This is an optimization exercise on Yosys and OpenROAD, whose aim is small area, a short achievable clock period and few clock cycles per item, not a production implementation.
Where RTL was checked, it was by simulation tests only, not by an equivalence proof against the original.
Function not checked in run 1: the RTL went through the layout flow alone.
Power figures rest on the tool's default switching activity, not on a simulated workload.

==> flow/design.v (outline; a module is shown in full before it is edited, if it fits) <==
// module flow_hash: 1491 lines
module flow_hash (
    input  wire         clk,
    input  wire         rst,         
    input  wire         in_valid,
    output wire         in_ready,
    input  wire [1:0]   in_op,       
    input  wire [3:0]   in_len,      
    input  wire         in_frag,     
    input  wire [31:0]  in_seed,
    input  wire [511:0] in_words,    
    output wire         out_valid,
    input  wire         out_ready,
    output wire [31:0]  out_hash
);
  // ...
==> flow/flow/run.sh <==
#!/bin/bash
# Own layout flow: the standard layout (standard.sh: ORFS synthesis to
# final layout, unchanged), except that the port buffers that global
# placement inserts on every input and output are the platform's smallest
# plain buffer (buf_1) instead of the clkdlybuf4s50_1 delay cell that
# buffer_ports picks by default.  Repair may still resize them.
set -euo pipefail
export BUFFER_PORTS_ARGS="-buffer_cell sky130_fd_sc_hd__buf_1"
bash standard.sh finish > standard_flow.log 2>&1
==> flow/standard.sh <==
#!/bin/bash
# synth_recipe.tcl (not shown) runs the flow's synth.tcl, then flattens the netlist and writes it again
# the make line also repeats each setting of config.mk as NAME=value (left out here)
make -C /OpenROAD-flow-scripts/flow DESIGN_CONFIG=/design/flow/config.mk WORK_HOME=/design/flow/orfs CLKGATE_MAP_FILE= SYNTH_SCRIPT=/design/flow/synth_recipe.tcl "${@:-finish}"
==> flow/config.mk <==
export PLATFORM = sky130hd
export DESIGN_NAME = flow_hash
export DESIGN_NICKNAME = flow_hash
export VERILOG_FILES = /design/flow/design.v
export SDC_FILE = /design/flow/constraint.sdc
export NUM_CORES = 4
export LEC_CHECK = 0
export CAP_MARGIN = 0
export CORE_MARGIN = 2
export CORE_UTILIZATION = 40
export SETUP_SLACK_MARGIN = 3.6
export SLEW_MARGIN = 0
export TNS_END_PERCENT = 20
==> flow/constraint.sdc <==
create_clock -name core_clock -period 8.0 [get_ports {clk}]
set_input_delay 1.6000 -clock core_clock [delete_from_list [all_inputs] [get_ports {clk}]]
set_output_delay 1.6000 -clock core_clock [all_outputs]
set_load 0.01 [all_outputs]
==> impl_metrics.env, run 1 <==
export IMPL_via_count=23500
export IMPL_drtPass1Iterations=5
export IMPL_wl_met3_um=11600
export IMPL_cts_root_buffer="clkbuf_16"
export IMPL_combinationalPowerShare_pct=80.4
export IMPL_worstHoldEndpoint="ov$_SDFFE_PP0N_"
export IMPL_cts_resized=124
export IMPL_synth_most_common_cell="xnor2_1"
export IMPL_yosys_warnings=1
export IMPL_p_sw_share_pct=48.7
export IMPL_final_cells=4128
export IMPL_wl_per_cell_um=27.1
export IMPL_final_common_cell="buf_1"
export IMPL_p_seq_mw=1.69
export IMPL_maxCapViolCount=0
export IMPL_holdBufCountCts=0
export IMPL_fillCellCount=5631
export IMPL_status="complete, no violations"
export IMPL_r2r_end="y2[31]$_DFFE_PN_"
export IMPL_synth_seq_area_share_pct=14.2
export IMPL_signal_buffers=694
export IMPL_comb_cell_power_mw=8.84
export IMPL_drt_total_wl_um=112000
export IMPL_maxSlewHeadroom_pct=22.8
export IMPL_antenna_found_initial=27
export IMPL_clkPwrFrac_pct=4.2
export IMPL_clk_pin_slew_worst_paths_ns=0.08
export IMPL_synth_nets=3629
export IMPL_grt_pass1_wl_um=154000
export IMPL_fin_crit_ns=4.92
export IMPL_ys_flop_type="edfxtp_1"
export IMPL_synthAdderAreaFrac_pct=18.1
export IMPL_crit_end="y2[31]$_DFFE_PN_"
export IMPL_critPathArrivalTime_ns=5.04
==> run 2: changes to the inputs <==
--- a/flow/design.v
+++ b/flow/design.v
@@ -419,34 +419,28 @@
     wire [15:0] x4  = xs;
     wire [31:0] x4w = {x4, x4};
     wire [31:0] cor4 = {d01[4:0], d01[31:5]} ^ {d01[9:0], d01[31:10]} ^ {x4w[14:0], x4w[31:15]};
     wire [31:0] fb20 = {fb[11:0], fb[31:12]};
     wire [31:0] pq   = fa ^ fb20;
     wire [15:0] x6   = xs;
     wire [31:0] x6w  = {x6, x6};
     wire [31:0] cor6 = pq ^ {pq[19:0], pq[31:20]} ^ {x6w[12:0], x6w[31:13]};
-    wire [31:0] fab  = fa ^ fb;
-    wire [31:0] fcd  = fc ^ fd;
-    wire [31:0] gk   = fab ^ fcd;
-    wire [31:0] gs4  = (fab ^ cor4) ^ fcd;
-    wire [31:0] sw6  = {fb[11:0], fb[31:12]} ^ {fa[19:0], fa[31:20]};
-    wire [31:0] gs6  = (sw6 ^ {x6w[12:0], x6w[31:13]}) ^ fcd;
-    wire [31:0] g = swap4 ? gs4 : (swap6 ? gs6 : gk);
+    wire [31:0] g = fold ^ ((swap4 ? cor4 : 32'd0) | (swap6 ? cor6 : 32'd0));
     reg         v1, v2, ov;
     reg  [31:0] g1;
     reg  [3:0]  n1;
     reg  [3:0]  n1b;
     wire [31:0] gs = g1;
     reg  [31:0] y2;
     reg  [31:0] res;
     wire stall = ov & ~out_ready;
     assign in_ready  = ~stall;
     assign out_valid = ov;
-    assign out_hash  = res ^ {15'd0, res[31:15]};
+    assign out_hash  = res;
     wire [31:0] t0 = {gs[26:0], gs[31:27]};
     wire [31:0] u1 = {t0[26:0], t0[31:27]};
     wire [31:0] t1 = {n1b[0] ? t0[31:16] : u1[31:16], n1[0] ? u1[15:0] : t0[15:0]};
     wire [31:0] u2 = {t1[21:0], t1[31:22]};
     wire [31:0] t2 = {n1b[1] ? t1[31:16] : u2[31:16], n1[1] ? u2[15:0] : t1[15:0]};
     wire [31:0] u3 = {t2[11:0], t2[31:12]};
     wire [31:0] t3 = {n1b[2] ? t2[31:16] : u3[31:16], n1[2] ? u3[15:0] : t2[15:0]};
     wire [31:0] u4 = {t3[23:0], t3[31:24]};
@@ -1464,17 +1458,17 @@
     assign mb_add_t5[28] = mb_add_t4[28] & mb_add_t4[15];
     assign mb_add_g5[29] = mb_add_g4[29] | (mb_add_t4[29] & mb_add_g4[15]);
     assign mb_add_t5[29] = mb_add_t4[29] & mb_add_t4[15];
     assign mb_add_g5[30] = mb_add_g4[30] | (mb_add_t4[30] & mb_add_g4[15]);
     assign mb_add_t5[30] = mb_add_t4[30] & mb_add_t4[15];
     assign mb_add_g5[31] = mb_add_g4[31] | (mb_add_t4[31] & mb_add_g4[15]);
     assign mb_add_t5[31] = mb_add_t4[31] & mb_add_t4[15];
     wire [31:0] prod = mb_add_p ^ {mb_add_g5[30:0], 1'b0};
-    wire [31:0] fin = prod;
+    wire [31:0] fin = prod ^ {15'd0, prod[31:15]};
     always @(posedge clk) begin
         if (rst) begin
             v1 <= 1'b0;
             v2 <= 1'b0;
             ov <= 1'b0;
         end else if (~stall) begin
             v1 <= in_valid;
             v2 <= v1;
==> flow/config.mk (replaced) <==
export PLATFORM = sky130hd
export DESIGN_NAME = flow_hash
export DESIGN_NICKNAME = flow_hash
export VERILOG_FILES = /design/flow/design.v
export SDC_FILE = /design/flow/constraint.sdc
export NUM_CORES = 4
export LEC_CHECK = 0
export CAP_MARGIN = 0
export CORE_MARGIN = 2
export CORE_UTILIZATION = 40
export SETUP_SLACK_MARGIN = 3.8
export SLEW_MARGIN = 0
export TNS_END_PERCENT = 10
==> impl_metrics.env, run 2 <==
export IMPL_rsz0062_at_grt="yes"
export IMPL_skew_ns=0.0179
export IMPL_cp_max_fo=13
export IMPL_p_total_mw=12.9
export IMPL_synth_area_leaders="xnor2_1, edfxtp_1, ha_1"
export IMPL_syn_area_per_cell_um2=7.94
export IMPL_ys_flop_type="edfxtp_1"
export IMPL_gp_congestion=1.11
export IMPL_cts_buffer_depth=2
export IMPL_critPathArrivalTime_ns=4.96
export IMPL_yosys_area_top_type="xnor2_1"
export IMPL_synth_most_common_cell="xnor2_1"
export IMPL_multi_input_area_um2=18600
export IMPL_holdCritPathClass="register to register"
export IMPL_fin_setup_tns_ns=0
export IMPL_crit_type="primary input to register"
export IMPL_h_tree_depth=3
export IMPL_drt_iter0_markers=2403
export IMPL_layout_common_cells="buf_1, xnor2_1, nand2_1"
export IMPL_ant_nets=0
export IMPL_max_stage_delay_ns=0.55
export IMPL_final_period_utilization_pct=60.5
export IMPL_synth_seq_area_share_pct=14.4
export IMPL_drtPass1Iterations=6
export IMPL_core_area_um2=55000
export IMPL_finalSetupViolCount=0
export IMPL_hp_start="v2$_SDFFE_PP0N_"
export IMPL_reg_top3="g1 (32), res (32), y2 (32)"
export IMPL_drv_slew=0
export IMPL_async_flop_share_pct=0
export IMPL_holdBufCountCts=0
export IMPL_status="complete, no violations"
export IMPL_clkPwrFrac_pct=3.5
export IMPL_netlist_area_leader_share_pct=14.8
export IMPL_synthToLayoutAreaGrowth_pct=22.3
export IMPL_timing_rr_start="y2[21]$_DFFE_PN_"
export IMPL_die_y_um=239
export IMPL_synth_cells=2794
export IMPL_cts_buffers=9
export IMPL_synth_edf_count=104
export IMPL_post_route_cells_drive_above_1_share_pct=9.73
export IMPL_setup_slack_ns=3.16
export IMPL_switchingPower_mw=6.28
export IMPL_initial_core_util_pct=40.3
export IMPL_cts_root_buffer="clkbuf_16"
export IMPL_port_buffers=588
export IMPL_grt_busiest_layer="met2"
export IMPL_fin_crit_ns=4.84
export IMPL_netlist_cell_type_count=69
export IMPL_power_density_nw_per_um2=475
export IMPL_via_count=23700
export IMPL_yosys_warnings=1
export IMPL_antenna_found_initial=12
export IMPL_final_common_cell="buf_1"
export IMPL_io_pins=589
export IMPL_worst_pin_slew_ns=1.07
export IMPL_vias_per_cell=5.70
export IMPL_clk_latency_ns=0.37
export IMPL_clk_pin_slew_worst_paths_ns=0.08
export IMPL_p_sw_share_pct=48.8
export IMPL_grt_pass1_vias=22100
export IMPL_die_x_um=239
export IMPL_synth_nets=3638
export IMPL_combinationalPowerShare_pct=81.3
export IMPL_met1_usage_pct=44.7
export IMPL_num_nets_final=4241
export IMPL_fp_row_count=86
export IMPL_cts_sinks=107
export IMPL_synth_seq_cells=107
export IMPL_crit_slowest_cell="or4_1"
export IMPL_drt_total_wl_um=110000
export IMPL_critPathRequiredTime_ns=8.12
export IMPL_fmax_ghz=0.207
export IMPL_dp_hpwl_um=91500
export IMPL_syn_area_um2=22200
export IMPL_cp_cell_sequence="clkbuf_16 > mux2i_1 > ha_2 > nand4_1 > or4_1 > or2_1 > or3_4 > a311o_2 > a31oi_4 > buf_12 > buf_6 > nand2_4 > nor2_1 > a221oi_2 > xnor2_1"
export IMPL_p_leak_nw=11.3
export IMPL_maxSlewHeadroom_pct=27.6
export IMPL_use_met2_pct=60.8
export IMPL_cp_start_kind="primary input"
export IMPL_startpoint="in_op[0]"
export IMPL_end_kind="register"
export IMPL_place_ws_ns=1.54
export IMPL_grt_max_degree=65
export IMPL_internal_power_mw=6.60
export IMPL_seq_area_um2=3180
export IMPL_ys_top_cells_by_count="xnor2_1, nand2_1, o21ai_0"
export IMPL_maxCapViolCount=0
export IMPL_finalHoldViolations=0
export IMPL_cts_tree="yes"
export IMPL_grt_ovfl_total=0
export IMPL_drc_errors=0
export IMPL_track_usage_pct=36.8
export IMPL_fillCellCount=5455
export IMPL_gr_usage_met3_pct=5.88
export IMPL_power_frac_seq_pct=15.1
export IMPL_utilization_pct=49.3
export IMPL_peakVddDrop_uv=462
export IMPL_wl_per_cell_um=26.3
export IMPL_die_area_um2=57300
export IMPL_grt_pass1_wl_um=151000
[run 2: cell families (layout without fill, tap and decap cells)]
group	after synthesis	in the layout	share of synthesized area [%]
AOI/OAI and AO/OA	611	616	16.1
xor gates and xnor gates	568	568	22.5
adders and majority gates	289	289	18.3
buffers and inverters	314	917	5.43
DFF	107	107	14.4
muxes	167	167	8.03
other	0	7	0
and+or+nand+nor	738	738	15.3
[run 2: power by group through the flow]
stage / Combinational, mW / Clock, mW / Sequential [mW]
after floorplan: 7.28 / 0 / 1.90
after global placement: 9.61 / 0 / 1.96
after detailed placement: 9.66 / 0 / 1.96
after CTS: 9.85 / 0.460 / 1.94
after global routing: 11.5 / 0.484 / 1.97
final: 10.5 / 0.456 / 1.95
[run 2: worst paths after layout]
| kind | cells after the start | slack, ns | end |
|---|---|---|---|
| setup reg to reg | 14 | 3.36 | res[15]$_DFFE_PN_ |
| setup / recovery | 15 | 3.16 | g1[18]$_DFFE_PN_ |
| hold reg to reg | 2 | 0.48 | ov$_SDFFE_PP0N_ |
| hold / removal | 2 | 0.48 | ov$_SDFFE_PP0N_ |
[run 2: metal layers]
| metal | share of wire, % | vias to the layer above |
|---|---|---|
| li1 | - | 10900 |
| met1 | 38 | 11000 |
| met2 | 45 | 1415 |
| met3 | 9.1 | 361 |
| met4 | 7.6 | 10 |
| met5 | 0.058 | - |
[run 2: stage by stage]
step                      hold WS (ns)  instance area [µm²]  cells
after floorplan                  0.440                22300   2794
after global placement           0.457                25200   4043
after detailed placement         0.475                25200   4043
after CTS                        0.492                26200   4105
after global routing             0.509                27100   4155
final                            0.481                27100   4157
[run 2: cell type report]
type / instances / share of cell area, %
antenna: 7 / 0.0646
clock buffer: 11 / 0.858
clock inverter: 5 / 0.203
inverter: 201 / 2.80
multi-input combinational: 2378 / 68.6
sequential: 107 / 11.7
tap: 748 / 3.45
timing repair buffer: 700 / 12.3
[run 2: critical path: cells and delay by family]
| family | cells | cell delay (ns) |
|---|---|---|
| xor+xnor | 1 | 0.13 |
| compound gates | 3 | 0.67 |
| simple gates | 6 | 1.57 |
| buf+inv | 3 | 0.44 |
| mux | 1 | 0.15 |
| fa+ha+maj | 1 | 0.35 |
[run 2: what timing repair did]
action	CTS	global route
cloned	6	5
resized for setup	95	101
buffers inserted	40	40
endpoints found under the setup margin	63	66
pin swaps	28	34
Testbench counts of run 2, summed over its fixed seeds: cycles 9,624, items 9,600.
==> run 3: changes to the inputs <==
--- a/flow/config.mk
+++ b/flow/config.mk
@@ -9,5 +9,5 @@
 export CORE_MARGIN = 2
 export CORE_UTILIZATION = 40
-export SETUP_SLACK_MARGIN = 3.8
+export SETUP_SLACK_MARGIN = 3.6
 export SLEW_MARGIN = 0
-export TNS_END_PERCENT = 10
+export TNS_END_PERCENT = 20
==> impl_metrics.env, run 3 <==
export IMPL_synth_area_leaders="xnor2_1, edfxtp_1, ha_1"
export IMPL_finalHoldViolations=0
export IMPL_synth_seq_area_share_pct=14.4
export IMPL_drtPass1Iterations=8
export IMPL_grt_pass1_vias=22100
export IMPL_die_y_um=239
export IMPL_grt_pass1_wl_um=151000
export IMPL_grt_busiest_layer="met2"
export IMPL_cts_tree="yes"
export IMPL_post_route_cells_drive_above_1_share_pct=10.4
export IMPL_p_leak_nw=11.3
export IMPL_crit_slowest_cell="ha_1"
export IMPL_yosys_warnings=1
export IMPL_cp_max_fo=7
export IMPL_multi_input_area_um2=18600
export IMPL_synth_cells=2794
export IMPL_drt_total_wl_um=110000
export IMPL_holdCritPathClass="register to register"
export IMPL_final_period_utilization_pct=60.1
export IMPL_syn_area_per_cell_um2=7.94
export IMPL_synth_seq_cells=107
export IMPL_drc_errors=0
export IMPL_netlist_area_leader_share_pct=14.8
export IMPL_layout_common_cells="buf_1, xnor2_1, nand2_1"
export IMPL_maxCapViolCount=0
export IMPL_antenna_found_initial=14
export IMPL_drv_slew=0
export IMPL_dp_hpwl_um=91500
export IMPL_clk_pin_slew_worst_paths_ns=0.08
export IMPL_maxSlewHeadroom_pct=31.2
export IMPL_cts_sinks=107
export IMPL_hold_ws_ns=0.481
export IMPL_cts_root_buffer="clkbuf_16"
export IMPL_cp_start_kind="primary input"
export IMPL_cts_buffers=9
export IMPL_critPathRequiredTime_ns=8.12
export IMPL_cp_cell_sequence="buf_1 > mux2i_1 > ha_1 > and3_1 > nand4_1 > or2_1 > or3_4 > a311o_2 > a31oi_4 > buf_12 > buf_6 > nand2_4 > a221oi_2 > xnor2_1"
export IMPL_ant_nets=0
export IMPL_final_common_cell="buf_1"
export IMPL_synth_nets=3638
export IMPL_reg_top3="g1 (32), res (32), y2 (32)"
export IMPL_h_tree_depth=3
export IMPL_finalSetupViolCount=0
export IMPL_port_buffers=588
export IMPL_fp_row_count=86
export IMPL_setup_slack_ns=3.19
export IMPL_wl_per_cell_um=26.4
export IMPL_ys_top_cells_by_count="xnor2_1, nand2_1, o21ai_0"
export IMPL_track_usage_pct=36.7
export IMPL_gp_congestion=1.11
export IMPL_die_area_um2=57300
export IMPL_worst_pin_slew_ns=1.02
export IMPL_drt_iter0_markers=2424
export IMPL_place_ws_ns=1.54
export IMPL_clk_latency_ns=0.37
export IMPL_max_stage_delay_ns=0.45
export IMPL_peakVddDrop_uv=459
export IMPL_critPathArrivalTime_ns=4.93
export IMPL_grt_max_degree=65
export IMPL_ys_flop_type="edfxtp_1"
export IMPL_gr_usage_met3_pct=6.12
export IMPL_cts_buffer_depth=2
export IMPL_fmax_ghz=0.208
export IMPL_seq_area_um2=3180
export IMPL_end_kind="register"
export IMPL_yosys_area_top_type="xnor2_1"
export IMPL_power_density_nw_per_um2=473
export IMPL_netlist_cell_type_count=69
export IMPL_use_met2_pct=60.4
export IMPL_syn_area_um2=22200
export IMPL_io_pins=589
export IMPL_synth_most_common_cell="xnor2_1"
export IMPL_status="complete, no violations"
export IMPL_fin_setup_tns_ns=0
export IMPL_fin_crit_ns=4.81
export IMPL_die_x_um=239
export IMPL_crit_type="primary input to register"
export IMPL_synthToLayoutAreaGrowth_pct=22.7
export IMPL_fillCellCount=5437
export IMPL_num_nets_final=4247
export IMPL_core_area_um2=55000
export IMPL_initial_core_util_pct=40.3
export IMPL_met1_usage_pct=44.5
export IMPL_rsz0062_at_grt="yes"
export IMPL_skew_ns=0.0174
export IMPL_synth_edf_count=104
export IMPL_via_count=23800
export IMPL_async_flop_share_pct=0
export IMPL_grt_ovfl_total=0
export IMPL_vias_per_cell=5.72
-- run 3: kinds of logic (layout without fill, tap and decap cells) --
| kind of cell | Yosys count | in the layout | synth area share (%) |
|---|---|---|---|
| xor+xnor | 568 | 568 | 22.5 |
| other cells | 0 | 7 | 0 |
| compound gates | 611 | 618 | 16.1 |
| fa+ha+maj | 289 | 289 | 18.3 |
| simple gates | 738 | 738 | 15.3 |
| flops | 107 | 107 | 14.4 |
| mux | 167 | 167 | 8.03 |
| buf+inv | 314 | 921 | 5.43 |
-- run 3: worst max-delay path: cells and delay by family --
kind	cells	cell delay, ns
compound gates	3	0.85
xor+xnor	1	0.10
fa+ha+maj	1	0.45
buf+inv	3	0.64
mux	1	0.14
simple gates	5	1.13
-- run 3: metal layers --
metal  vias to the layer above  part of all wire (%)
met4                        12                   7.8
met3                       376                   9.1
met5                         -                 0.072
li1                      10900                     -
met1                     11000                    38
met2                      1522                    45
-- run 3: cell type report --
type | count | share of cell area [%]
clock buffer | 11 | 0.855
multi-input combinational | 2380 | 68.5
inverter | 201 | 2.79
timing repair buffer | 704 | 12.4
clock inverter | 5 | 0.202
tap | 748 | 3.44
antenna | 7 | 0.0644
sequential | 107 | 11.7
-- run 3: final timing paths --
check,from,depth (start not counted),slack [ns],endpoint
max,in_words[50],14,3.19,g1[18]$_DFFE_PN_
min,v2$_SDFFE_PP0N_,2,0.48,ov$_SDFFE_PP0N_
max reg2reg,y2[21]$_DFFE_PN_,14,3.37,res[15]$_DFFE_PN_
min reg2reg,v2$_SDFFE_PP0N_,2,0.48,ov$_SDFFE_PP0N_
-- run 3: what timing repair did --
| action | CTS | global route |
|---|---|---|
| pin swaps | 28 | 43 |
| cloned | 6 | 9 |
| hold buffers | 0 | 0 |
| setup buffers | 40 | 42 |
| setup endpoints to repair | 61 | 63 |
| gates resized for setup | 95 | 120 |
-- run 3: through the flow --
stage               util, %  instances  instance area [µm²]  power (mW)
CTS                    47.6       4105                26200        12.3
global placement       45.7       4043                25200        11.6
floorplan                 -       2794                22300        9.19
global route           49.5       4161                27200        13.9
finish                 49.5       4163                27200        12.9
detailed placement     45.7       4043                25200        11.6
-- run 3: power by group --
part / total [mW] / switching, mW / internal, mW
clock: 0.455 / 0.212 / 0.242
combinational: 10.5 / 5.87 / 4.59
sequential: 1.95 / 0.207 / 1.74
total: 12.9 / 6.29 / 6.58
==> run 4: changes to the inputs <==
--- a/flow/config.mk
+++ b/flow/config.mk
@@ -8,6 +8,6 @@
 export CAP_MARGIN = 0
 export CORE_MARGIN = 2
-export CORE_UTILIZATION = 40
-export SETUP_SLACK_MARGIN = 3.6
+export CORE_UTILIZATION = 45
+export SETUP_SLACK_MARGIN = 3.4
 export SLEW_MARGIN = 0
-export TNS_END_PERCENT = 20
+export TNS_END_PERCENT = 30
==> impl_metrics.env, run 4 <==
export IMPL_layout_common_cells="buf_1, xnor2_1, nand2_1"
export IMPL_antenna_found_initial=15
export IMPL_end_kind="register"
export IMPL_gp_congestion=1.12
export IMPL_netlist_area_leader_share_pct=14.8
export IMPL_synth_simple_area_share_pct=15.3
export IMPL_skew_ns=0.0155
export IMPL_num_nets_final=4253
export IMPL_drc_errors=0
export IMPL_die_x_um=226
export IMPL_track_usage_pct=43.8
export IMPL_worst_pin_slew_ns=1.08
export IMPL_p_sw_share_pct=50.5
export IMPL_finalHoldViolations=0
export IMPL_fin_setup_tns_ns=0
export IMPL_async_flop_share_pct=0
export IMPL_yosys_area_top_type="xnor2_1"
export IMPL_grt_pass1_wl_um=159000
export IMPL_synth_cells=2794
export IMPL_synth_seq_cells=107
export IMPL_finalSetupViolCount=0
export IMPL_clk_latency_ns=0.40
export IMPL_via_count=24800
export IMPL_rsz0062_at_grt="yes"
export IMPL_dpl_cell_count=3960
export IMPL_wl_per_cell_um=28.6
export IMPL_p_leak_nw=11.4
export IMPL_cp_max_fo=8
export IMPL_synth_most_common_cell="xnor2_1"
export IMPL_syn_area_um2=22200
export IMPL_holdCritPathClass="register to register"
export IMPL_synth_compound_area_share_pct=16.1
export IMPL_post_route_cells_drive_above_1_share_pct=11.0
export IMPL_maxCapViolCount=0
export IMPL_fp_row_count=81
export IMPL_ys_flop_type="edfxtp_1"
export IMPL_die_y_um=226
export IMPL_ant_nets=0
export IMPL_synthToLayoutAreaGrowth_pct=23.5
export IMPL_fin_crit_ns=4.80
export IMPL_cts_tree="yes"
export IMPL_switchingPower_mw=6.60
export IMPL_synth_edf_count=104
export IMPL_drt_total_wl_um=117000
export IMPL_final_area_um2=27400
export IMPL_cts_root_buffer="clkbuf_16"
export IMPL_clkPwrFrac_pct=3.5
export IMPL_netlist_cell_type_count=69
export IMPL_cts_buffers=9
export IMPL_ys_top_cells_by_count="xnor2_1, nand2_1, o21ai_0"
export IMPL_synth_nets=3638
export IMPL_crit_type="primary input to register"
export IMPL_io_pins=589
export IMPL_reg_top3="g1 (32), res (32), y2 (32)"
export IMPL_cp_start_kind="primary input"
export IMPL_synth_area_leaders="xnor2_1, edfxtp_1, ha_1"
export IMPL_final_period_utilization_pct=60.0
export IMPL_dpl_instance_area_um2=25100
export IMPL_critPathRequiredTime_ns=8.15
export IMPL_power_density_nw_per_um2=477
export IMPL_place_ws_ns=1.69
export IMPL_final_cells=4090
export IMPL_grt_pass1_vias=23200
export IMPL_grt_max_degree=74
export IMPL_clk_pin_slew_worst_paths_ns=0.09
export IMPL_yosys_warnings=1
export IMPL_h_tree_depth=3
export IMPL_die_area_um2=51100
export IMPL_synth_xor_area_share_pct=22.5
export IMPL_synth_seq_area_share_pct=14.4
export IMPL_cts_sinks=107
export IMPL_status="complete, no violations"
export IMPL_drv_slew=0
export IMPL_syn_area_per_cell_um2=7.94
export IMPL_synth_top_family_by_area="XOR/XNOR gates"
export IMPL_drtPass1Iterations=7
export IMPL_peakVddDrop_uv=644
export IMPL_synthMuxAreaShare_pct=8.03
export IMPL_power_frac_seq_pct=15.3
export IMPL_vias_per_cell=6.07
export IMPL_synthAdderAreaFrac_pct=18.3
export IMPL_combinationalPowerShare_pct=81.2
export IMPL_port_buffers=588
export IMPL_internal_power_mw=6.47
export IMPL_setup_slack_ns=3.20
export IMPL_cts_buffer_depth=2
export IMPL_drt_iter0_markers=2660
export IMPL_initial_core_util_pct=45.5
export IMPL_maxSlewHeadroom_pct=28.2
export IMPL_utilization_pct=56.2
export IMPL_final_common_cell="buf_1"
export IMPL_dp_hpwl_um=96300
export IMPL_fmax_ghz=0.208
export IMPL_grt_ovfl_total=0
export IMPL_critPathArrivalTime_ns=4.95
export IMPL_core_area_um2=48700
[run 4: cell types whose count changed in the layout (fill, tap and decap cells not counted), sizes merged]
cell / delta
a41o: -2
buf: +7
bufinv: -1
clkbuf: -2
clkinv: +1
diode: +5
inv: +2
o31a: +1
[run 4: power by group through the flow]
stage	Combinational (mW)	Sequential (mW)	Clock, mW
2_1_floorplan	7.28	1.90	0
3_3_place_gp	9.68	2.00	0
3_5_place_dp	9.91	2.00	0
4_1_cts	10.1	1.98	0.467
5_1_grt	11.5	2.01	0.490
6_report	10.6	1.99	0.463
[run 4: worst paths after layout]
check	start	slack [ns]	to	depth (start not counted)
worst min register to register	v2$_SDFFE_PP0N_	0.49	ov$_SDFFE_PP0N_	2
worst max register to register	y2[25]$_DFFE_PN_	3.46	res[31]$_DFFE_PN_	14
worst min-delay path	v2$_SDFFE_PP0N_	0.49	ov$_SDFFE_PP0N_	2
worst max-delay path	in_words[137]	3.20	g1[27]$_DFFE_PN_	16
[run 4: area by class of cell]
class                           instances  area, µm²
Fill cell                            4685      21400
Clock buffer                            9        225
Antenna cell                           12       30.0
Tap cell                              664        831
Timing Repair Buffer                  711       3540
Sequential cell                       107       3180
Inverter                              201        762
Multi-Input combinational cell       2379      18800
Clock inverter                          7       61.3
[run 4: kinds of logic after synthesis]
group | Yosys count
and+or+nand+nor | 738
AOI/OAI and AO/OA | 611
xor gates and xnor gates | 568
buffers and inverters | 314
adders and majority gates | 289
muxes | 167
DFF | 107
[run 4: what timing repair did]
item	CTS	global route
endpoints found under the setup margin	57	52
pin swaps	40	27
setup buffers	53	32
endpoints found under the hold margin	0	0
cloned	9	8
hold buffers	0	0
resized for setup	131	107
[run 4: through the flow]
| step | total power, mW | hold slack (ns) |
|---|---|---|
| floorplan | 9.19 | 0.440 |
| global placement | 11.7 | 0.460 |
| detailed placement | 11.9 | 0.474 |
| CTS | 12.6 | 0.492 |
| global route | 14.0 | 0.522 |
| finish | 13.1 | 0.493 |
[run 4: critical path, stage by stage]
cell and delay, ns:
buf_1 0.19, mux2i_1 0.12, ha_1 0.33, nand4_1 0.11, or4_4 0.56, or2_1 0.24
or3_4 0.39, nor3_1 0.17, o21a_2 0.24, buf_12 0.13, a41o_4 0.27, buf_4 0.14
buf_4 0.10, o21ai_0 0.08, a31oi_1 0.21, xnor2_1 0.08
[run 4: layer usage]
metal | track usage, % | wire (µm) | vias to the layer above
met5 | 0 | 82 | -
met4 | 31.0 | 10100 | 6
met3 | 9.29 | 12100 | 483
met2 | 69.5 | 51600 | 1685
met1 | 52.9 | 43300 | 11700
li1 | - | - | 10900

==> afterwards: timing with drivers on the ports <==
The results above use ideal ports. As a check the final layouts listed here were re-extracted and re-timed, cells and wires unchanged.
Step 1, drivers: a clkbuf_16 drives clk and a buf_2 each remaining input, both assumed.
Step 2 adds t to the input delays and takes it off the output delays; t is the mean of the earliest and latest rising clock arrival at the registers after step 1. Input paths then give back, and output paths get back, about the clock's delay inside the block.
a / b / c = no drivers / after step 1 / after step 2; a / b = the first two.
run | shift t [ns] | slack for setup (ns) | hold slack, ns | worst setup path at the end | latest minus earliest clock arrival (ns)
run 1 | 0.422 | 3.079 / 2.825 / 2.403 | 0.483 / 0.483 / 0.483 | input to register | 0.019 / 0.020
run 2 | 0.415 | 3.159 / 2.978 / 2.563 | 0.481 / 0.481 / 0.481 | input to register | 0.018 / 0.018
run 3 | 0.414 | 3.188 / 2.989 / 2.575 | 0.481 / 0.481 / 0.481 | input to register | 0.017 / 0.018
run 4 | 0.453 | 3.201 / 2.943 / 2.490 | 0.493 / 0.493 / 0.493 | input to register | 0.016 / 0.017
After both steps setup and hold are still met in every run listed. The setup slack of run 4, which loses most, moves by -0.258 ns with the drivers and by -0.711 ns with both steps.
